This is an optimization exercise on Yosys and OpenROAD, whose aim is small area, a short achievable clock period and few clock cycles per item, not a production implementation. Function not checked in this run: the RTL went through the layout flow alone. Power figures rest on the tool's default switching activity, not on a simulated workload.

==> design/flow/design.v <==
module flow_hash (
    input  wire         clk,
    input  wire         rst,
    input  wire [63:0]  hash_key0,
    input  wire [63:0]  hash_key1,
    input  wire [4:0]   bucket_bits,
    input  wire         in_valid,
    output wire         in_ready,
    input  wire         in_ipv6,
    input  wire         in_sym,
    input  wire [7:0]   in_proto,
    input  wire [15:0]  in_zone,
    input  wire [15:0]  in_sport,
    input  wire [15:0]  in_dport,
    input  wire [127:0] in_saddr,
    input  wire [127:0] in_daddr,
    output wire         out_valid,
    input  wire         out_ready,
    output wire [63:0]  out_hash,
    output wire [3:0]   out_shard,
    output wire [21:0]  out_bucket,
    output wire [15:0]  out_group,
    output wire         out_key_swap
);
    reg          busy;            
    reg  [3:0]   cnt;             
    reg          ipv6;
    reg          key_swap;
    reg          seen;            
    reg          swap_pre;        
    reg  [63:0]  v0, v1, v2, v3;
    reg  [63:0]  s1, s2, s3, s4;  
    reg  [63:0]  mw;              
    reg          pend;
    reg          res_full;
    reg  [63:0]  res_hash;
    reg          res_swap;
    reg  [21:0]  bmask;
    reg          last;            
    reg          rdy;             
    function [1:0] cmp128(input [127:0] a, input [127:0] b);
        reg [127:0] g, e;
        integer n, i;
        begin
            g = a & ~b;
            e = ~(a ^ b);
            for (n = 64; n >= 1; n = n / 2)
                for (i = 0; i < n; i = i + 1) begin
                    g[i] = g[2*i+1] | (e[2*i+1] & g[2*i]);
                    e[i] = e[2*i+1] & e[2*i];
                end
            cmp128 = {g[0], e[0]};
        end
    endfunction
    function [63:0] bswap(input [63:0] d);
        bswap = {d[7:0], d[15:8], d[23:16], d[31:24],
                 d[39:32], d[47:40], d[55:48], d[63:56]};
    endfunction
    wire [1:0] c_hi = cmp128({32'd0, in_saddr[127:32]}, {32'd0, in_daddr[127:32]});
    wire [1:0] c_lo = cmp128({96'd0, in_saddr[31:0]}, {96'd0, in_daddr[31:0]});
    wire [1:0] c_pt = cmp128({112'd0, in_sport}, {112'd0, in_dport});
    wire lo_gt  = c_lo[1] || (c_lo[0] && c_pt[1]);    
    wire src_gt = in_ipv6 ? (c_hi[1] || (c_hi[0] && lo_gt)) : lo_gt;
    wire swap   = swap_pre;
    wire [15:0]  kp_s = swap ? in_dport : in_sport;
    wire [15:0]  kp_d = swap ? in_sport : in_dport;
    wire [63:0] m0_new = bswap({in_ipv6 ? 8'h06 : 8'h04, in_proto, in_zone, kp_s, kp_d});
    wire [63:0] sa_hi  = bswap(in_saddr[127:64]);
    wire [63:0] sa_lo  = bswap(in_saddr[63:0]);
    wire [63:0] da_hi  = bswap(in_daddr[127:64]);
    wire [63:0] da_lo  = bswap(in_daddr[63:0]);
    wire [3:0]  last_cnt = ipv6 ? 4'd15 : 4'd9;
    wire [3:0]  fin_cnt  = ipv6 ? 4'd12 : 4'd6;
    wire        odd_comp = cnt[0] && (cnt < fin_cnt);   
    wire        pre_fin  = cnt == fin_cnt - 4'd1;       
    wire [2:0]  nw = cnt[3:1] + 3'd1;
    reg  [63:0] m_next;
    always @(*) begin
        m_next = 64'd0;
        if (ipv6) begin
            case (nw)
            3'd1: m_next = key_swap ? s3 : s1;
            3'd2: m_next = key_swap ? s4 : s2;
            3'd3: m_next = key_swap ? s1 : s3;
            3'd4: m_next = key_swap ? s2 : s4;
            3'd5: m_next = {8'd40, 56'd0};
            default: m_next = 64'd0;
            endcase
        end else begin
            case (nw)
            3'd1: m_next = key_swap ? {s2[63:32], s4[63:32]} : {s4[63:32], s2[63:32]};
            3'd2: m_next = {8'd16, 56'd0};
            default: m_next = 64'd0;
            endcase
        end
    end
    wire [63:0] n0, n1, n2, n3, nh;
    sip_round u_round (
        .v0_i(v0), .v1_i(v1), .v2_i(v2), .v3_i(v3),
        .v0_o(n0), .v1_o(n1), .v2_o(n2), .v3_o(n3), .h_o(nh)
    );
    wire   finish  = last && !res_full;
    wire   park    = last && res_full;
    wire   init    = !busy || last;
    assign in_ready = rdy;
    wire   accept  = in_valid && rdy;
    wire   take    = out_valid && out_ready;
    wire   seen_n     = in_valid && !accept;
    wire   busy_n     = init ? accept : 1'b1;
    wire   pend_n     = park || (pend && !(take && !res_full));
    wire   res_full_n = finish || (res_full && !out_ready);
    wire   last_n     = busy && !last && (cnt == last_cnt - 4'd1);
    wire   rdy_n      = seen_n && !pend_n && (!busy_n || (last_n && !res_full_n));
    always @(posedge clk) begin
        if (init) begin
            v0 <= hash_key0 ^ 64'h736f6d6570736575;
            v1 <= hash_key1 ^ 64'h646f72616e646f6d;
            v2 <= hash_key0 ^ 64'h6c7967656e657261;
            v3 <= hash_key1 ^ 64'h7465646279746573 ^ m0_new;
            cnt <= 4'd0;
        end else begin
            v0 <= odd_comp ? n0 ^ mw : n0;
            v1 <= n1;
            v2 <= pre_fin ? n2 ^ 64'hff : n2;
            v3 <= odd_comp ? n3 ^ m_next : n3;
            cnt <= cnt + 4'd1;
        end
        if (rdy) begin
            s1 <= sa_hi;
            s2 <= sa_lo;
            s3 <= da_hi;
            s4 <= da_lo;
            ipv6 <= in_ipv6;
            key_swap <= swap;
        end
        if (park)
            mw <= nh;
        else if (rdy)
            mw <= m0_new;
        else if (busy && cnt[0])
            mw <= m_next;
        if (finish) begin
            res_hash <= nh;
            res_swap <= key_swap;
        end
        swap_pre <= in_sym && src_gt;
        bmask <= (bucket_bits >= 5'd22) ? 22'h3fffff : ((22'd1 << bucket_bits) - 22'd1);
        if (rst) begin
            busy <= 1'b0;
            res_full <= 1'b0;
            seen <= 1'b0;
            pend <= 1'b0;
            last <= 1'b0;
            rdy <= 1'b0;
        end else begin
            seen <= seen_n;
            busy <= busy_n;
            pend <= pend_n;
            res_full <= res_full_n;
            last <= last_n;
            rdy <= rdy_n;
        end
    end
    wire [63:0] h = res_full ? res_hash : mw;
    assign out_valid    = res_full || pend;
    assign out_hash     = h;
    assign out_shard    = h[63:60];
    assign out_bucket   = h[21:0] & bmask;
    assign out_group    = out_bucket[15:0];
    assign out_key_swap = res_full ? res_swap : key_swap;
endmodule
module sip_round (
    input  wire [63:0] v0_i,
    input  wire [63:0] v1_i,
    input  wire [63:0] v2_i,
    input  wire [63:0] v3_i,
    output wire [63:0] v0_o,
    output wire [63:0] v1_o,
    output wire [63:0] v2_o,
    output wire [63:0] v3_o,
    output wire [63:0] h_o
);
    wire [63:0] a0, a2, b0, b2;
    add64 u_a0 (.a(v0_i), .b(v1_i), .s(a0));
    wire [63:0] a1 = {v1_i[50:0], v1_i[63:51]} ^ a0;       
    wire [63:0] a0r = {a0[31:0], a0[63:32]};                
    add64 u_a2 (.a(v2_i), .b(v3_i), .s(a2));
    wire [63:0] a3 = {v3_i[47:0], v3_i[63:48]} ^ a2;        
    add64 u_b0 (.a(a0r), .b(a3), .s(b0));
    wire [63:0] b3 = {a3[42:0], a3[63:43]} ^ b0;            
    add64 u_b2 (.a(a2), .b(a1), .s(b2));
    wire [63:0] b1 = {a1[46:0], a1[63:47]} ^ b2;            
    assign v0_o = b0;
    assign v1_o = b1;
    assign v2_o = {b2[31:0], b2[63:32]};                   
    assign v3_o = b3;
    assign h_o  = {a1[46:0], a1[63:47]} ^ {a3[42:0], a3[63:43]} ^ b2 ^ {b2[31:0], b2[63:32]};
endmodule
module add64 (
    input  wire [63:0] a,
    input  wire [63:0] b,
    output wire [63:0] s
);
    wire [63:0] g0, p0;
    add64_pg u_pg (.a(a), .b(b), .g(g0), .p(p0));
    wire [31:0] g1;
    wire [30:0] q1;
    add64_l0 u_l0 (.gi({g0[63], g0[61], g0[59], g0[57], g0[55], g0[53], g0[51], g0[49], g0[47], g0[45], g0[43], g0[41], g0[39], g0[37], g0[35], g0[33], g0[31], g0[29], g0[27], g0[25], g0[23], g0[21], g0[19], g0[17], g0[15], g0[13], g0[11], g0[9], g0[7], g0[5], g0[3], g0[1]}), .pi({p0[63], p0[61], p0[59], p0[57], p0[55], p0[53], p0[51], p0[49], p0[47], p0[45], p0[43], p0[41], p0[39], p0[37], p0[35], p0[33], p0[31], p0[29], p0[27], p0[25], p0[23], p0[21], p0[19], p0[17], p0[15], p0[13], p0[11], p0[9], p0[7], p0[5], p0[3], p0[1]}), .gj({g0[62], g0[60], g0[58], g0[56], g0[54], g0[52], g0[50], g0[48], g0[46], g0[44], g0[42], g0[40], g0[38], g0[36], g0[34], g0[32], g0[30], g0[28], g0[26], g0[24], g0[22], g0[20], g0[18], g0[16], g0[14], g0[12], g0[10], g0[8], g0[6], g0[4], g0[2], g0[0]}), .go(g1), .pa({p0[63], p0[61], p0[59], p0[57], p0[55], p0[53], p0[51], p0[49], p0[47], p0[45], p0[43], p0[41], p0[39], p0[37], p0[35], p0[33], p0[31], p0[29], p0[27], p0[25], p0[23], p0[21], p0[19], p0[17], p0[15], p0[13], p0[11], p0[9], p0[7], p0[5], p0[3]}), .pb({p0[62], p0[60], p0[58], p0[56], p0[54], p0[52], p0[50], p0[48], p0[46], p0[44], p0[42], p0[40], p0[38], p0[36], p0[34], p0[32], p0[30], p0[28], p0[26], p0[24], p0[22], p0[20], p0[18], p0[16], p0[14], p0[12], p0[10], p0[8], p0[6], p0[4], p0[2]}), .po(q1));
    wire [30:0] g2;
    wire [29:0] q2;
    add64_l1 u_l1 (.gi({g1[31], g1[30], g1[29], g1[28], g1[27], g1[26], g1[25], g1[24], g1[23], g1[22], g1[21], g1[20], g1[19], g1[18], g1[17], g1[16], g1[15], g1[14], g1[13], g1[12], g1[11], g1[10], g1[9], g1[8], g1[7], g1[6], g1[5], g1[4], g1[3], g1[2], g1[1]}), .pi({q1[30], q1[29], q1[28], q1[27], q1[26], q1[25], q1[24], q1[23], q1[22], q1[21], q1[20], q1[19], q1[18], q1[17], q1[16], q1[15], q1[14], q1[13], q1[12], q1[11], q1[10], q1[9], q1[8], q1[7], q1[6], q1[5], q1[4], q1[3], q1[2], q1[1], q1[0]}), .gj({g1[30], g1[29], g1[28], g1[27], g1[26], g1[25], g1[24], g1[23], g1[22], g1[21], g1[20], g1[19], g1[18], g1[17], g1[16], g1[15], g1[14], g1[13], g1[12], g1[11], g1[10], g1[9], g1[8], g1[7], g1[6], g1[5], g1[4], g1[3], g1[2], g1[1], g1[0]}), .go(g2), .pa({q1[30], q1[29], q1[28], q1[27], q1[26], q1[25], q1[24], q1[23], q1[22], q1[21], q1[20], q1[19], q1[18], q1[17], q1[16], q1[15], q1[14], q1[13], q1[12], q1[11], q1[10], q1[9], q1[8], q1[7], q1[6], q1[5], q1[4], q1[3], q1[2], q1[1]}), .pb({q1[29], q1[28], q1[27], q1[26], q1[25], q1[24], q1[23], q1[22], q1[21], q1[20], q1[19], q1[18], q1[17], q1[16], q1[15], q1[14], q1[13], q1[12], q1[11], q1[10], q1[9], q1[8], q1[7], q1[6], q1[5], q1[4], q1[3], q1[2], q1[1], q1[0]}), .po(q2));
    wire [29:0] g3;
    wire [27:0] q3;
    add64_l2 u_l2 (.gi({g2[30], g2[29], g2[28], g2[27], g2[26], g2[25], g2[24], g2[23], g2[22], g2[21], g2[20], g2[19], g2[18], g2[17], g2[16], g2[15], g2[14], g2[13], g2[12], g2[11], g2[10], g2[9], g2[8], g2[7], g2[6], g2[5], g2[4], g2[3], g2[2], g2[1]}), .pi({q2[29], q2[28], q2[27], q2[26], q2[25], q2[24], q2[23], q2[22], q2[21], q2[20], q2[19], q2[18], q2[17], q2[16], q2[15], q2[14], q2[13], q2[12], q2[11], q2[10], q2[9], q2[8], q2[7], q2[6], q2[5], q2[4], q2[3], q2[2], q2[1], q2[0]}), .gj({g2[28], g2[27], g2[26], g2[25], g2[24], g2[23], g2[22], g2[21], g2[20], g2[19], g2[18], g2[17], g2[16], g2[15], g2[14], g2[13], g2[12], g2[11], g2[10], g2[9], g2[8], g2[7], g2[6], g2[5], g2[4], g2[3], g2[2], g2[1], g2[0], g1[0]}), .go(g3), .pa({q2[29], q2[28], q2[27], q2[26], q2[25], q2[24], q2[23], q2[22], q2[21], q2[20], q2[19], q2[18], q2[17], q2[16], q2[15], q2[14], q2[13], q2[12], q2[11], q2[10], q2[9], q2[8], q2[7], q2[6], q2[5], q2[4], q2[3], q2[2]}), .pb({q2[27], q2[26], q2[25], q2[24], q2[23], q2[22], q2[21], q2[20], q2[19], q2[18], q2[17], q2[16], q2[15], q2[14], q2[13], q2[12], q2[11], q2[10], q2[9], q2[8], q2[7], q2[6], q2[5], q2[4], q2[3], q2[2], q2[1], q2[0]}), .po(q3));
    wire [27:0] g4;
    wire [23:0] q4;
    add64_l3 u_l3 (.gi({g3[29], g3[28], g3[27], g3[26], g3[25], g3[24], g3[23], g3[22], g3[21], g3[20], g3[19], g3[18], g3[17], g3[16], g3[15], g3[14], g3[13], g3[12], g3[11], g3[10], g3[9], g3[8], g3[7], g3[6], g3[5], g3[4], g3[3], g3[2]}), .pi({q3[27], q3[26], q3[25], q3[24], q3[23], q3[22], q3[21], q3[20], q3[19], q3[18], q3[17], q3[16], q3[15], q3[14], q3[13], q3[12], q3[11], q3[10], q3[9], q3[8], q3[7], q3[6], q3[5], q3[4], q3[3], q3[2], q3[1], q3[0]}), .gj({g3[25], g3[24], g3[23], g3[22], g3[21], g3[20], g3[19], g3[18], g3[17], g3[16], g3[15], g3[14], g3[13], g3[12], g3[11], g3[10], g3[9], g3[8], g3[7], g3[6], g3[5], g3[4], g3[3], g3[2], g3[1], g3[0], g2[0], g1[0]}), .go(g4), .pa({q3[27], q3[26], q3[25], q3[24], q3[23], q3[22], q3[21], q3[20], q3[19], q3[18], q3[17], q3[16], q3[15], q3[14], q3[13], q3[12], q3[11], q3[10], q3[9], q3[8], q3[7], q3[6], q3[5], q3[4]}), .pb({q3[23], q3[22], q3[21], q3[20], q3[19], q3[18], q3[17], q3[16], q3[15], q3[14], q3[13], q3[12], q3[11], q3[10], q3[9], q3[8], q3[7], q3[6], q3[5], q3[4], q3[3], q3[2], q3[1], q3[0]}), .po(q4));
    wire [23:0] g5;
    wire [15:0] q5;
    add64_l4 u_l4 (.gi({g4[27], g4[26], g4[25], g4[24], g4[23], g4[22], g4[21], g4[20], g4[19], g4[18], g4[17], g4[16], g4[15], g4[14], g4[13], g4[12], g4[11], g4[10], g4[9], g4[8], g4[7], g4[6], g4[5], g4[4]}), .pi({q4[23], q4[22], q4[21], q4[20], q4[19], q4[18], q4[17], q4[16], q4[15], q4[14], q4[13], q4[12], q4[11], q4[10], q4[9], q4[8], q4[7], q4[6], q4[5], q4[4], q4[3], q4[2], q4[1], q4[0]}), .gj({g4[19], g4[18], g4[17], g4[16], g4[15], g4[14], g4[13], g4[12], g4[11], g4[10], g4[9], g4[8], g4[7], g4[6], g4[5], g4[4], g4[3], g4[2], g4[1], g4[0], g3[1], g3[0], g2[0], g1[0]}), .go(g5), .pa({q4[23], q4[22], q4[21], q4[20], q4[19], q4[18], q4[17], q4[16], q4[15], q4[14], q4[13], q4[12], q4[11], q4[10], q4[9], q4[8]}), .pb({q4[15], q4[14], q4[13], q4[12], q4[11], q4[10], q4[9], q4[8], q4[7], q4[6], q4[5], q4[4], q4[3], q4[2], q4[1], q4[0]}), .po(q5));
    wire [15:0] g6;
    add64_l5 u_l5 (.gi({g5[23], g5[22], g5[21], g5[20], g5[19], g5[18], g5[17], g5[16], g5[15], g5[14], g5[13], g5[12], g5[11], g5[10], g5[9], g5[8]}), .pi({q5[15], q5[14], q5[13], q5[12], q5[11], q5[10], q5[9], q5[8], q5[7], q5[6], q5[5], q5[4], q5[3], q5[2], q5[1], q5[0]}), .gj({g5[7], g5[6], g5[5], g5[4], g5[3], g5[2], g5[1], g5[0], g4[3], g4[2], g4[1], g4[0], g3[1], g3[0], g2[0], g1[0]}), .go(g6));
    wire [30:0] g7;
    add64_l6 u_l6 (.gi({g0[62], g0[60], g0[58], g0[56], g0[54], g0[52], g0[50], g0[48], g0[46], g0[44], g0[42], g0[40], g0[38], g0[36], g0[34], g0[32], g0[30], g0[28], g0[26], g0[24], g0[22], g0[20], g0[18], g0[16], g0[14], g0[12], g0[10], g0[8], g0[6], g0[4], g0[2]}), .pi({p0[62], p0[60], p0[58], p0[56], p0[54], p0[52], p0[50], p0[48], p0[46], p0[44], p0[42], p0[40], p0[38], p0[36], p0[34], p0[32], p0[30], p0[28], p0[26], p0[24], p0[22], p0[20], p0[18], p0[16], p0[14], p0[12], p0[10], p0[8], p0[6], p0[4], p0[2]}), .gj({g6[14], g6[13], g6[12], g6[11], g6[10], g6[9], g6[8], g6[7], g6[6], g6[5], g6[4], g6[3], g6[2], g6[1], g6[0], g5[7], g5[6], g5[5], g5[4], g5[3], g5[2], g5[1], g5[0], g4[3], g4[2], g4[1], g4[0], g3[1], g3[0], g2[0], g1[0]}), .go(g7));
    add64_sum u_sum (.p(p0), .c({g7[30], g6[14], g7[29], g6[13], g7[28], g6[12], g7[27], g6[11], g7[26], g6[10], g7[25], g6[9], g7[24], g6[8], g7[23], g6[7], g7[22], g6[6], g7[21], g6[5], g7[20], g6[4], g7[19], g6[3], g7[18], g6[2], g7[17], g6[1], g7[16], g6[0], g7[15], g5[7], g7[14], g5[6], g7[13], g5[5], g7[12], g5[4], g7[11], g5[3], g7[10], g5[2], g7[9], g5[1], g7[8], g5[0], g7[7], g4[3], g7[6], g4[2], g7[5], g4[1], g7[4], g4[0], g7[3], g3[1], g7[2], g3[0], g7[1], g2[0], g7[0], g1[0], g0[0]}), .s(s));
endmodule
module add64_pg (
    input  wire [63:0] a,
    input  wire [63:0] b,
    output wire [63:0] g,
    output wire [63:0] p
);
    assign g = a & b;
    assign p = a ^ b;
endmodule
module add64_l0 (
    input  wire [31:0] gi,
    input  wire [31:0] pi,
    input  wire [31:0] gj,
    input  wire [30:0] pa,
    input  wire [30:0] pb,
    output wire [30:0] po,
    output wire [31:0] go
);
    assign go[0] = ~(gi[0] | (pi[0] & gj[0]));
    assign go[1] = ~(gi[1] | (pi[1] & gj[1]));
    assign go[2] = ~(gi[2] | (pi[2] & gj[2]));
    assign go[3] = ~(gi[3] | (pi[3] & gj[3]));
    assign go[4] = ~(gi[4] | (pi[4] & gj[4]));
    assign go[5] = ~(gi[5] | (pi[5] & gj[5]));
    assign go[6] = ~(gi[6] | (pi[6] & gj[6]));
    assign go[7] = ~(gi[7] | (pi[7] & gj[7]));
    assign go[8] = ~(gi[8] | (pi[8] & gj[8]));
    assign go[9] = ~(gi[9] | (pi[9] & gj[9]));
    assign go[10] = ~(gi[10] | (pi[10] & gj[10]));
    assign go[11] = ~(gi[11] | (pi[11] & gj[11]));
    assign go[12] = ~(gi[12] | (pi[12] & gj[12]));
    assign go[13] = ~(gi[13] | (pi[13] & gj[13]));
    assign go[14] = ~(gi[14] | (pi[14] & gj[14]));
    assign go[15] = ~(gi[15] | (pi[15] & gj[15]));
    assign go[16] = ~(gi[16] | (pi[16] & gj[16]));
    assign go[17] = ~(gi[17] | (pi[17] & gj[17]));
    assign go[18] = ~(gi[18] | (pi[18] & gj[18]));
    assign go[19] = ~(gi[19] | (pi[19] & gj[19]));
    assign go[20] = ~(gi[20] | (pi[20] & gj[20]));
    assign go[21] = ~(gi[21] | (pi[21] & gj[21]));
    assign go[22] = ~(gi[22] | (pi[22] & gj[22]));
    assign go[23] = ~(gi[23] | (pi[23] & gj[23]));
    assign go[24] = ~(gi[24] | (pi[24] & gj[24]));
    assign go[25] = ~(gi[25] | (pi[25] & gj[25]));
    assign go[26] = ~(gi[26] | (pi[26] & gj[26]));
    assign go[27] = ~(gi[27] | (pi[27] & gj[27]));
    assign go[28] = ~(gi[28] | (pi[28] & gj[28]));
    assign go[29] = ~(gi[29] | (pi[29] & gj[29]));
    assign go[30] = ~(gi[30] | (pi[30] & gj[30]));
    assign go[31] = ~(gi[31] | (pi[31] & gj[31]));
    assign po[0] = ~(pa[0] & pb[0]);
    assign po[1] = ~(pa[1] & pb[1]);
    assign po[2] = ~(pa[2] & pb[2]);
    assign po[3] = ~(pa[3] & pb[3]);
    assign po[4] = ~(pa[4] & pb[4]);
    assign po[5] = ~(pa[5] & pb[5]);
    assign po[6] = ~(pa[6] & pb[6]);
    assign po[7] = ~(pa[7] & pb[7]);
    assign po[8] = ~(pa[8] & pb[8]);
    assign po[9] = ~(pa[9] & pb[9]);
    assign po[10] = ~(pa[10] & pb[10]);
    assign po[11] = ~(pa[11] & pb[11]);
    assign po[12] = ~(pa[12] & pb[12]);
    assign po[13] = ~(pa[13] & pb[13]);
    assign po[14] = ~(pa[14] & pb[14]);
    assign po[15] = ~(pa[15] & pb[15]);
    assign po[16] = ~(pa[16] & pb[16]);
    assign po[17] = ~(pa[17] & pb[17]);
    assign po[18] = ~(pa[18] & pb[18]);
    assign po[19] = ~(pa[19] & pb[19]);
    assign po[20] = ~(pa[20] & pb[20]);
    assign po[21] = ~(pa[21] & pb[21]);
    assign po[22] = ~(pa[22] & pb[22]);
    assign po[23] = ~(pa[23] & pb[23]);
    assign po[24] = ~(pa[24] & pb[24]);
    assign po[25] = ~(pa[25] & pb[25]);
    assign po[26] = ~(pa[26] & pb[26]);
    assign po[27] = ~(pa[27] & pb[27]);
    assign po[28] = ~(pa[28] & pb[28]);
    assign po[29] = ~(pa[29] & pb[29]);
    assign po[30] = ~(pa[30] & pb[30]);
endmodule
module add64_l1 (
    input  wire [30:0] gi,
    input  wire [30:0] pi,
    input  wire [30:0] gj,
    input  wire [29:0] pa,
    input  wire [29:0] pb,
    output wire [29:0] po,
    output wire [30:0] go
);
    assign go[0] = (~gi[0] | (~pi[0] & ~gj[0]));
    assign go[1] = (~gi[1] | (~pi[1] & ~gj[1]));
    assign go[2] = (~gi[2] | (~pi[2] & ~gj[2]));
    assign go[3] = (~gi[3] | (~pi[3] & ~gj[3]));
    assign go[4] = (~gi[4] | (~pi[4] & ~gj[4]));
    assign go[5] = (~gi[5] | (~pi[5] & ~gj[5]));
    assign go[6] = (~gi[6] | (~pi[6] & ~gj[6]));
    assign go[7] = (~gi[7] | (~pi[7] & ~gj[7]));
    assign go[8] = (~gi[8] | (~pi[8] & ~gj[8]));
    assign go[9] = (~gi[9] | (~pi[9] & ~gj[9]));
    assign go[10] = (~gi[10] | (~pi[10] & ~gj[10]));
    assign go[11] = (~gi[11] | (~pi[11] & ~gj[11]));
    assign go[12] = (~gi[12] | (~pi[12] & ~gj[12]));
    assign go[13] = (~gi[13] | (~pi[13] & ~gj[13]));
    assign go[14] = (~gi[14] | (~pi[14] & ~gj[14]));
    assign go[15] = (~gi[15] | (~pi[15] & ~gj[15]));
    assign go[16] = (~gi[16] | (~pi[16] & ~gj[16]));
    assign go[17] = (~gi[17] | (~pi[17] & ~gj[17]));
    assign go[18] = (~gi[18] | (~pi[18] & ~gj[18]));
    assign go[19] = (~gi[19] | (~pi[19] & ~gj[19]));
    assign go[20] = (~gi[20] | (~pi[20] & ~gj[20]));
    assign go[21] = (~gi[21] | (~pi[21] & ~gj[21]));
    assign go[22] = (~gi[22] | (~pi[22] & ~gj[22]));
    assign go[23] = (~gi[23] | (~pi[23] & ~gj[23]));
    assign go[24] = (~gi[24] | (~pi[24] & ~gj[24]));
    assign go[25] = (~gi[25] | (~pi[25] & ~gj[25]));
    assign go[26] = (~gi[26] | (~pi[26] & ~gj[26]));
    assign go[27] = (~gi[27] | (~pi[27] & ~gj[27]));
    assign go[28] = (~gi[28] | (~pi[28] & ~gj[28]));
    assign go[29] = (~gi[29] | (~pi[29] & ~gj[29]));
    assign go[30] = (~gi[30] | (~pi[30] & ~gj[30]));
    assign po[0] = (~pa[0] & ~pb[0]);
    assign po[1] = (~pa[1] & ~pb[1]);
    assign po[2] = (~pa[2] & ~pb[2]);
    assign po[3] = (~pa[3] & ~pb[3]);
    assign po[4] = (~pa[4] & ~pb[4]);
    assign po[5] = (~pa[5] & ~pb[5]);
    assign po[6] = (~pa[6] & ~pb[6]);
    assign po[7] = (~pa[7] & ~pb[7]);
    assign po[8] = (~pa[8] & ~pb[8]);
    assign po[9] = (~pa[9] & ~pb[9]);
    assign po[10] = (~pa[10] & ~pb[10]);
    assign po[11] = (~pa[11] & ~pb[11]);
    assign po[12] = (~pa[12] & ~pb[12]);
    assign po[13] = (~pa[13] & ~pb[13]);
    assign po[14] = (~pa[14] & ~pb[14]);
    assign po[15] = (~pa[15] & ~pb[15]);
    assign po[16] = (~pa[16] & ~pb[16]);
    assign po[17] = (~pa[17] & ~pb[17]);
    assign po[18] = (~pa[18] & ~pb[18]);
    assign po[19] = (~pa[19] & ~pb[19]);
    assign po[20] = (~pa[20] & ~pb[20]);
    assign po[21] = (~pa[21] & ~pb[21]);
    assign po[22] = (~pa[22] & ~pb[22]);
    assign po[23] = (~pa[23] & ~pb[23]);
    assign po[24] = (~pa[24] & ~pb[24]);
    assign po[25] = (~pa[25] & ~pb[25]);
    assign po[26] = (~pa[26] & ~pb[26]);
    assign po[27] = (~pa[27] & ~pb[27]);
    assign po[28] = (~pa[28] & ~pb[28]);
    assign po[29] = (~pa[29] & ~pb[29]);
endmodule
module add64_l2 (
    input  wire [29:0] gi,
    input  wire [29:0] pi,
    input  wire [29:0] gj,
    input  wire [27:0] pa,
    input  wire [27:0] pb,
    output wire [27:0] po,
    output wire [29:0] go
);
    assign go[0] = ~(gi[0] | (pi[0] & ~gj[0]));
    assign go[1] = ~(gi[1] | (pi[1] & gj[1]));
    assign go[2] = ~(gi[2] | (pi[2] & gj[2]));
    assign go[3] = ~(gi[3] | (pi[3] & gj[3]));
    assign go[4] = ~(gi[4] | (pi[4] & gj[4]));
    assign go[5] = ~(gi[5] | (pi[5] & gj[5]));
    assign go[6] = ~(gi[6] | (pi[6] & gj[6]));
    assign go[7] = ~(gi[7] | (pi[7] & gj[7]));
    assign go[8] = ~(gi[8] | (pi[8] & gj[8]));
    assign go[9] = ~(gi[9] | (pi[9] & gj[9]));
    assign go[10] = ~(gi[10] | (pi[10] & gj[10]));
    assign go[11] = ~(gi[11] | (pi[11] & gj[11]));
    assign go[12] = ~(gi[12] | (pi[12] & gj[12]));
    assign go[13] = ~(gi[13] | (pi[13] & gj[13]));
    assign go[14] = ~(gi[14] | (pi[14] & gj[14]));
    assign go[15] = ~(gi[15] | (pi[15] & gj[15]));
    assign go[16] = ~(gi[16] | (pi[16] & gj[16]));
    assign go[17] = ~(gi[17] | (pi[17] & gj[17]));
    assign go[18] = ~(gi[18] | (pi[18] & gj[18]));
    assign go[19] = ~(gi[19] | (pi[19] & gj[19]));
    assign go[20] = ~(gi[20] | (pi[20] & gj[20]));
    assign go[21] = ~(gi[21] | (pi[21] & gj[21]));
    assign go[22] = ~(gi[22] | (pi[22] & gj[22]));
    assign go[23] = ~(gi[23] | (pi[23] & gj[23]));
    assign go[24] = ~(gi[24] | (pi[24] & gj[24]));
    assign go[25] = ~(gi[25] | (pi[25] & gj[25]));
    assign go[26] = ~(gi[26] | (pi[26] & gj[26]));
    assign go[27] = ~(gi[27] | (pi[27] & gj[27]));
    assign go[28] = ~(gi[28] | (pi[28] & gj[28]));
    assign go[29] = ~(gi[29] | (pi[29] & gj[29]));
    assign po[0] = ~(pa[0] & pb[0]);
    assign po[1] = ~(pa[1] & pb[1]);
    assign po[2] = ~(pa[2] & pb[2]);
    assign po[3] = ~(pa[3] & pb[3]);
    assign po[4] = ~(pa[4] & pb[4]);
    assign po[5] = ~(pa[5] & pb[5]);
    assign po[6] = ~(pa[6] & pb[6]);
    assign po[7] = ~(pa[7] & pb[7]);
    assign po[8] = ~(pa[8] & pb[8]);
    assign po[9] = ~(pa[9] & pb[9]);
    assign po[10] = ~(pa[10] & pb[10]);
    assign po[11] = ~(pa[11] & pb[11]);
    assign po[12] = ~(pa[12] & pb[12]);
    assign po[13] = ~(pa[13] & pb[13]);
    assign po[14] = ~(pa[14] & pb[14]);
    assign po[15] = ~(pa[15] & pb[15]);
    assign po[16] = ~(pa[16] & pb[16]);
    assign po[17] = ~(pa[17] & pb[17]);
    assign po[18] = ~(pa[18] & pb[18]);
    assign po[19] = ~(pa[19] & pb[19]);
    assign po[20] = ~(pa[20] & pb[20]);
    assign po[21] = ~(pa[21] & pb[21]);
    assign po[22] = ~(pa[22] & pb[22]);
    assign po[23] = ~(pa[23] & pb[23]);
    assign po[24] = ~(pa[24] & pb[24]);
    assign po[25] = ~(pa[25] & pb[25]);
    assign po[26] = ~(pa[26] & pb[26]);
    assign po[27] = ~(pa[27] & pb[27]);
endmodule
module add64_l3 (
    input  wire [27:0] gi,
    input  wire [27:0] pi,
    input  wire [27:0] gj,
    input  wire [23:0] pa,
    input  wire [23:0] pb,
    output wire [23:0] po,
    output wire [27:0] go
);
    assign go[0] = (~gi[0] | (~pi[0] & ~gj[0]));
    assign go[1] = (~gi[1] | (~pi[1] & gj[1]));
    assign go[2] = (~gi[2] | (~pi[2] & ~gj[2]));
    assign go[3] = (~gi[3] | (~pi[3] & ~gj[3]));
    assign go[4] = (~gi[4] | (~pi[4] & ~gj[4]));
    assign go[5] = (~gi[5] | (~pi[5] & ~gj[5]));
    assign go[6] = (~gi[6] | (~pi[6] & ~gj[6]));
    assign go[7] = (~gi[7] | (~pi[7] & ~gj[7]));
    assign go[8] = (~gi[8] | (~pi[8] & ~gj[8]));
    assign go[9] = (~gi[9] | (~pi[9] & ~gj[9]));
    assign go[10] = (~gi[10] | (~pi[10] & ~gj[10]));
    assign go[11] = (~gi[11] | (~pi[11] & ~gj[11]));
    assign go[12] = (~gi[12] | (~pi[12] & ~gj[12]));
    assign go[13] = (~gi[13] | (~pi[13] & ~gj[13]));
    assign go[14] = (~gi[14] | (~pi[14] & ~gj[14]));
    assign go[15] = (~gi[15] | (~pi[15] & ~gj[15]));
    assign go[16] = (~gi[16] | (~pi[16] & ~gj[16]));
    assign go[17] = (~gi[17] | (~pi[17] & ~gj[17]));
    assign go[18] = (~gi[18] | (~pi[18] & ~gj[18]));
    assign go[19] = (~gi[19] | (~pi[19] & ~gj[19]));
    assign go[20] = (~gi[20] | (~pi[20] & ~gj[20]));
    assign go[21] = (~gi[21] | (~pi[21] & ~gj[21]));
    assign go[22] = (~gi[22] | (~pi[22] & ~gj[22]));
    assign go[23] = (~gi[23] | (~pi[23] & ~gj[23]));
    assign go[24] = (~gi[24] | (~pi[24] & ~gj[24]));
    assign go[25] = (~gi[25] | (~pi[25] & ~gj[25]));
    assign go[26] = (~gi[26] | (~pi[26] & ~gj[26]));
    assign go[27] = (~gi[27] | (~pi[27] & ~gj[27]));
    assign po[0] = (~pa[0] & ~pb[0]);
    assign po[1] = (~pa[1] & ~pb[1]);
    assign po[2] = (~pa[2] & ~pb[2]);
    assign po[3] = (~pa[3] & ~pb[3]);
    assign po[4] = (~pa[4] & ~pb[4]);
    assign po[5] = (~pa[5] & ~pb[5]);
    assign po[6] = (~pa[6] & ~pb[6]);
    assign po[7] = (~pa[7] & ~pb[7]);
    assign po[8] = (~pa[8] & ~pb[8]);
    assign po[9] = (~pa[9] & ~pb[9]);
    assign po[10] = (~pa[10] & ~pb[10]);
    assign po[11] = (~pa[11] & ~pb[11]);
    assign po[12] = (~pa[12] & ~pb[12]);
    assign po[13] = (~pa[13] & ~pb[13]);
    assign po[14] = (~pa[14] & ~pb[14]);
    assign po[15] = (~pa[15] & ~pb[15]);
    assign po[16] = (~pa[16] & ~pb[16]);
    assign po[17] = (~pa[17] & ~pb[17]);
    assign po[18] = (~pa[18] & ~pb[18]);
    assign po[19] = (~pa[19] & ~pb[19]);
    assign po[20] = (~pa[20] & ~pb[20]);
    assign po[21] = (~pa[21] & ~pb[21]);
    assign po[22] = (~pa[22] & ~pb[22]);
    assign po[23] = (~pa[23] & ~pb[23]);
endmodule
module add64_l4 (
    input  wire [23:0] gi,
    input  wire [23:0] pi,
    input  wire [23:0] gj,
    input  wire [15:0] pa,
    input  wire [15:0] pb,
    output wire [15:0] po,
    output wire [23:0] go
);
    assign go[0] = ~(gi[0] | (pi[0] & ~gj[0]));
    assign go[1] = ~(gi[1] | (pi[1] & gj[1]));
    assign go[2] = ~(gi[2] | (pi[2] & ~gj[2]));
    assign go[3] = ~(gi[3] | (pi[3] & ~gj[3]));
    assign go[4] = ~(gi[4] | (pi[4] & gj[4]));
    assign go[5] = ~(gi[5] | (pi[5] & gj[5]));
    assign go[6] = ~(gi[6] | (pi[6] & gj[6]));
    assign go[7] = ~(gi[7] | (pi[7] & gj[7]));
    assign go[8] = ~(gi[8] | (pi[8] & gj[8]));
    assign go[9] = ~(gi[9] | (pi[9] & gj[9]));
    assign go[10] = ~(gi[10] | (pi[10] & gj[10]));
    assign go[11] = ~(gi[11] | (pi[11] & gj[11]));
    assign go[12] = ~(gi[12] | (pi[12] & gj[12]));
    assign go[13] = ~(gi[13] | (pi[13] & gj[13]));
    assign go[14] = ~(gi[14] | (pi[14] & gj[14]));
    assign go[15] = ~(gi[15] | (pi[15] & gj[15]));
    assign go[16] = ~(gi[16] | (pi[16] & gj[16]));
    assign go[17] = ~(gi[17] | (pi[17] & gj[17]));
    assign go[18] = ~(gi[18] | (pi[18] & gj[18]));
    assign go[19] = ~(gi[19] | (pi[19] & gj[19]));
    assign go[20] = ~(gi[20] | (pi[20] & gj[20]));
    assign go[21] = ~(gi[21] | (pi[21] & gj[21]));
    assign go[22] = ~(gi[22] | (pi[22] & gj[22]));
    assign go[23] = ~(gi[23] | (pi[23] & gj[23]));
    assign po[0] = ~(pa[0] & pb[0]);
    assign po[1] = ~(pa[1] & pb[1]);
    assign po[2] = ~(pa[2] & pb[2]);
    assign po[3] = ~(pa[3] & pb[3]);
    assign po[4] = ~(pa[4] & pb[4]);
    assign po[5] = ~(pa[5] & pb[5]);
    assign po[6] = ~(pa[6] & pb[6]);
    assign po[7] = ~(pa[7] & pb[7]);
    assign po[8] = ~(pa[8] & pb[8]);
    assign po[9] = ~(pa[9] & pb[9]);
    assign po[10] = ~(pa[10] & pb[10]);
    assign po[11] = ~(pa[11] & pb[11]);
    assign po[12] = ~(pa[12] & pb[12]);
    assign po[13] = ~(pa[13] & pb[13]);
    assign po[14] = ~(pa[14] & pb[14]);
    assign po[15] = ~(pa[15] & pb[15]);
endmodule
module add64_l5 (
    input  wire [15:0] gi,
    input  wire [15:0] pi,
    input  wire [15:0] gj,
    output wire [15:0] go
);
    assign go[0] = (~gi[0] | (~pi[0] & ~gj[0]));
    assign go[1] = (~gi[1] | (~pi[1] & gj[1]));
    assign go[2] = (~gi[2] | (~pi[2] & ~gj[2]));
    assign go[3] = (~gi[3] | (~pi[3] & ~gj[3]));
    assign go[4] = (~gi[4] | (~pi[4] & gj[4]));
    assign go[5] = (~gi[5] | (~pi[5] & gj[5]));
    assign go[6] = (~gi[6] | (~pi[6] & gj[6]));
    assign go[7] = (~gi[7] | (~pi[7] & gj[7]));
    assign go[8] = (~gi[8] | (~pi[8] & ~gj[8]));
    assign go[9] = (~gi[9] | (~pi[9] & ~gj[9]));
    assign go[10] = (~gi[10] | (~pi[10] & ~gj[10]));
    assign go[11] = (~gi[11] | (~pi[11] & ~gj[11]));
    assign go[12] = (~gi[12] | (~pi[12] & ~gj[12]));
    assign go[13] = (~gi[13] | (~pi[13] & ~gj[13]));
    assign go[14] = (~gi[14] | (~pi[14] & ~gj[14]));
    assign go[15] = (~gi[15] | (~pi[15] & ~gj[15]));
endmodule
module add64_l6 (
    input  wire [30:0] gi,
    input  wire [30:0] pi,
    input  wire [30:0] gj,
    output wire [30:0] go
);
    assign go[0] = ~(gi[0] | (pi[0] & ~gj[0]));
    assign go[1] = ~(gi[1] | (pi[1] & gj[1]));
    assign go[2] = ~(gi[2] | (pi[2] & ~gj[2]));
    assign go[3] = ~(gi[3] | (pi[3] & ~gj[3]));
    assign go[4] = ~(gi[4] | (pi[4] & gj[4]));
    assign go[5] = ~(gi[5] | (pi[5] & gj[5]));
    assign go[6] = ~(gi[6] | (pi[6] & gj[6]));
    assign go[7] = ~(gi[7] | (pi[7] & gj[7]));
    assign go[8] = ~(gi[8] | (pi[8] & ~gj[8]));
    assign go[9] = ~(gi[9] | (pi[9] & ~gj[9]));
    assign go[10] = ~(gi[10] | (pi[10] & ~gj[10]));
    assign go[11] = ~(gi[11] | (pi[11] & ~gj[11]));
    assign go[12] = ~(gi[12] | (pi[12] & ~gj[12]));
    assign go[13] = ~(gi[13] | (pi[13] & ~gj[13]));
    assign go[14] = ~(gi[14] | (pi[14] & ~gj[14]));
    assign go[15] = ~(gi[15] | (pi[15] & ~gj[15]));
    assign go[16] = ~(gi[16] | (pi[16] & gj[16]));
    assign go[17] = ~(gi[17] | (pi[17] & gj[17]));
    assign go[18] = ~(gi[18] | (pi[18] & gj[18]));
    assign go[19] = ~(gi[19] | (pi[19] & gj[19]));
    assign go[20] = ~(gi[20] | (pi[20] & gj[20]));
    assign go[21] = ~(gi[21] | (pi[21] & gj[21]));
    assign go[22] = ~(gi[22] | (pi[22] & gj[22]));
    assign go[23] = ~(gi[23] | (pi[23] & gj[23]));
    assign go[24] = ~(gi[24] | (pi[24] & gj[24]));
    assign go[25] = ~(gi[25] | (pi[25] & gj[25]));
    assign go[26] = ~(gi[26] | (pi[26] & gj[26]));
    assign go[27] = ~(gi[27] | (pi[27] & gj[27]));
    assign go[28] = ~(gi[28] | (pi[28] & gj[28]));
    assign go[29] = ~(gi[29] | (pi[29] & gj[29]));
    assign go[30] = ~(gi[30] | (pi[30] & gj[30]));
endmodule
module add64_sum (
    input  wire [63:0] p,
    input  wire [62:0] c,
    output wire [63:0] s
);
    assign s[0] = p[0];
    assign s[1] = p[1] ^ c[0];
    assign s[2] = p[2] ^ ~c[1];
    assign s[3] = p[3] ^ ~c[2];
    assign s[4] = p[4] ^ c[3];
    assign s[5] = p[5] ^ ~c[4];
    assign s[6] = p[6] ^ ~c[5];
    assign s[7] = p[7] ^ ~c[6];
    assign s[8] = p[8] ^ ~c[7];
    assign s[9] = p[9] ^ ~c[8];
    assign s[10] = p[10] ^ c[9];
    assign s[11] = p[11] ^ ~c[10];
    assign s[12] = p[12] ^ c[11];
    assign s[13] = p[13] ^ ~c[12];
    assign s[14] = p[14] ^ c[13];
    assign s[15] = p[15] ^ ~c[14];
    assign s[16] = p[16] ^ c[15];
    assign s[17] = p[17] ^ ~c[16];
    assign s[18] = p[18] ^ ~c[17];
    assign s[19] = p[19] ^ ~c[18];
    assign s[20] = p[20] ^ ~c[19];
    assign s[21] = p[21] ^ ~c[20];
    assign s[22] = p[22] ^ ~c[21];
    assign s[23] = p[23] ^ ~c[22];
    assign s[24] = p[24] ^ ~c[23];
    assign s[25] = p[25] ^ ~c[24];
    assign s[26] = p[26] ^ ~c[25];
    assign s[27] = p[27] ^ ~c[26];
    assign s[28] = p[28] ^ ~c[27];
    assign s[29] = p[29] ^ ~c[28];
    assign s[30] = p[30] ^ ~c[29];
    assign s[31] = p[31] ^ ~c[30];
    assign s[32] = p[32] ^ ~c[31];
    assign s[33] = p[33] ^ ~c[32];
    assign s[34] = p[34] ^ c[33];
    assign s[35] = p[35] ^ ~c[34];
    assign s[36] = p[36] ^ c[35];
    assign s[37] = p[37] ^ ~c[36];
    assign s[38] = p[38] ^ c[37];
    assign s[39] = p[39] ^ ~c[38];
    assign s[40] = p[40] ^ c[39];
    assign s[41] = p[41] ^ ~c[40];
    assign s[42] = p[42] ^ c[41];
    assign s[43] = p[43] ^ ~c[42];
    assign s[44] = p[44] ^ c[43];
    assign s[45] = p[45] ^ ~c[44];
    assign s[46] = p[46] ^ c[45];
    assign s[47] = p[47] ^ ~c[46];
    assign s[48] = p[48] ^ c[47];
    assign s[49] = p[49] ^ ~c[48];
    assign s[50] = p[50] ^ c[49];
    assign s[51] = p[51] ^ ~c[50];
    assign s[52] = p[52] ^ c[51];
    assign s[53] = p[53] ^ ~c[52];
    assign s[54] = p[54] ^ c[53];
    assign s[55] = p[55] ^ ~c[54];
    assign s[56] = p[56] ^ c[55];
    assign s[57] = p[57] ^ ~c[56];
    assign s[58] = p[58] ^ c[57];
    assign s[59] = p[59] ^ ~c[58];
    assign s[60] = p[60] ^ c[59];
    assign s[61] = p[61] ^ ~c[60];
    assign s[62] = p[62] ^ c[61];
    assign s[63] = p[63] ^ ~c[62];
endmodule
module byte_rev64 (
    input  wire [63:0] d,
    output wire [63:0] q
);
    assign q = {d[7:0], d[15:8], d[23:16], d[31:24],
                d[39:32], d[47:40], d[55:48], d[63:56]};
endmodule
==> design/flow/run.sh <==
#!/bin/bash
# synth_recipe.tcl (not shown) runs the flow's synth.tcl, then flattens the netlist and writes it again
# the make line also repeats each setting of config.mk as NAME=value (left out here)
make -C /OpenROAD-flow-scripts/flow DESIGN_CONFIG=/design/flow/config.mk WORK_HOME=/design/flow/orfs CLKGATE_MAP_FILE= SYNTH_SCRIPT=/design/flow/synth_recipe.tcl finish
==> design/flow/config.mk <==
export PLATFORM = sky130hd
export DESIGN_NAME = flow_hash
export DESIGN_NICKNAME = flow_hash
export VERILOG_FILES = /design/flow/design.v
export SDC_FILE = /design/flow/constraint.sdc
export NUM_CORES = 4
export LEC_CHECK = 0
export CAP_MARGIN = 20
export CORE_MARGIN = 2
export CORE_UTILIZATION = 55
export SETUP_SLACK_MARGIN = 5
export SLEW_MARGIN = 20
export SYNTH_HIERARCHICAL = 1
export SYNTH_MINIMUM_KEEP_SIZE = 0
==> design/flow/constraint.sdc <==
create_clock -name core_clock -period 11.0 [get_ports {clk}]
set_input_delay 2.2000 -clock core_clock [delete_from_list [all_inputs] [get_ports {clk}]]
set_output_delay 2.2000 -clock core_clock [all_outputs]
set_load 0.01 [all_outputs]
==> notes.md <==
Starting Density - 55.4%
Clk buf depth - 3
Die H - 305 um
Row Count - 110
Halt point of the flow - 5_1_grt
Final RePlAce weighted congestion - 1.27
H-tree levels - 3
CTS root buffer - clkbuf_16
Ys Warns - 7
Die X - 305 um
Cts hold-fix bufs - 0
Num ports - 560
Syn Nets - 6279
Pin count of the biggest net entering global routing - 152
Mapped Area - 0.0499 mm2
Placed cell area - 0.0565 mm2
Syn Inst Count - 5425
HPWL Detailed - 229000 um
Syn Area/Cell - 9.20 um2
Status - stopped before the end
Cells after DPL - 6998
Run Error - [ERROR GRT-0229] Vertical edge usage exceeds the maximum allowed. (40, 24) usage=65535 limit=2200
CTS sink cnt - 675
IO Port Bufs - 559
CTS buffer count - 79
-- what timing repair did --
action | CTS
buffers inserted | 60
pin swaps | 49
gates resized for setup | 242
endpoints found under the setup margin | 270
-- power by group through the flow --
stage	clock [mW]	sequential (mW)	combinational, mW
2_1_floorplan	0	5.71	49.7
3_3_place_gp	0	5.98	77.0
3_5_place_dp	0	5.99	77.0
4_1_cts	2.85	6.03	84.4
-- how the worst max path moves through the flow --
stage	from	cells past startpoint	slack [ns]	to
after floorplan	rdy	3	5.35	mw[0]
after global placement	v1[1]	21	2.79	mw[4]
after detailed placement	v1[1]	21	2.90	mw[4]
after CTS	v3[33]	23	4.88	v3[57]
-- per-stage QoR --
step           power (mW)  worst slack [ns]
3_5_place_dp         83.0              2.90
3_3_place_gp         83.0              2.79
2_1_floorplan        55.4              5.35
4_1_cts              93.2              4.88
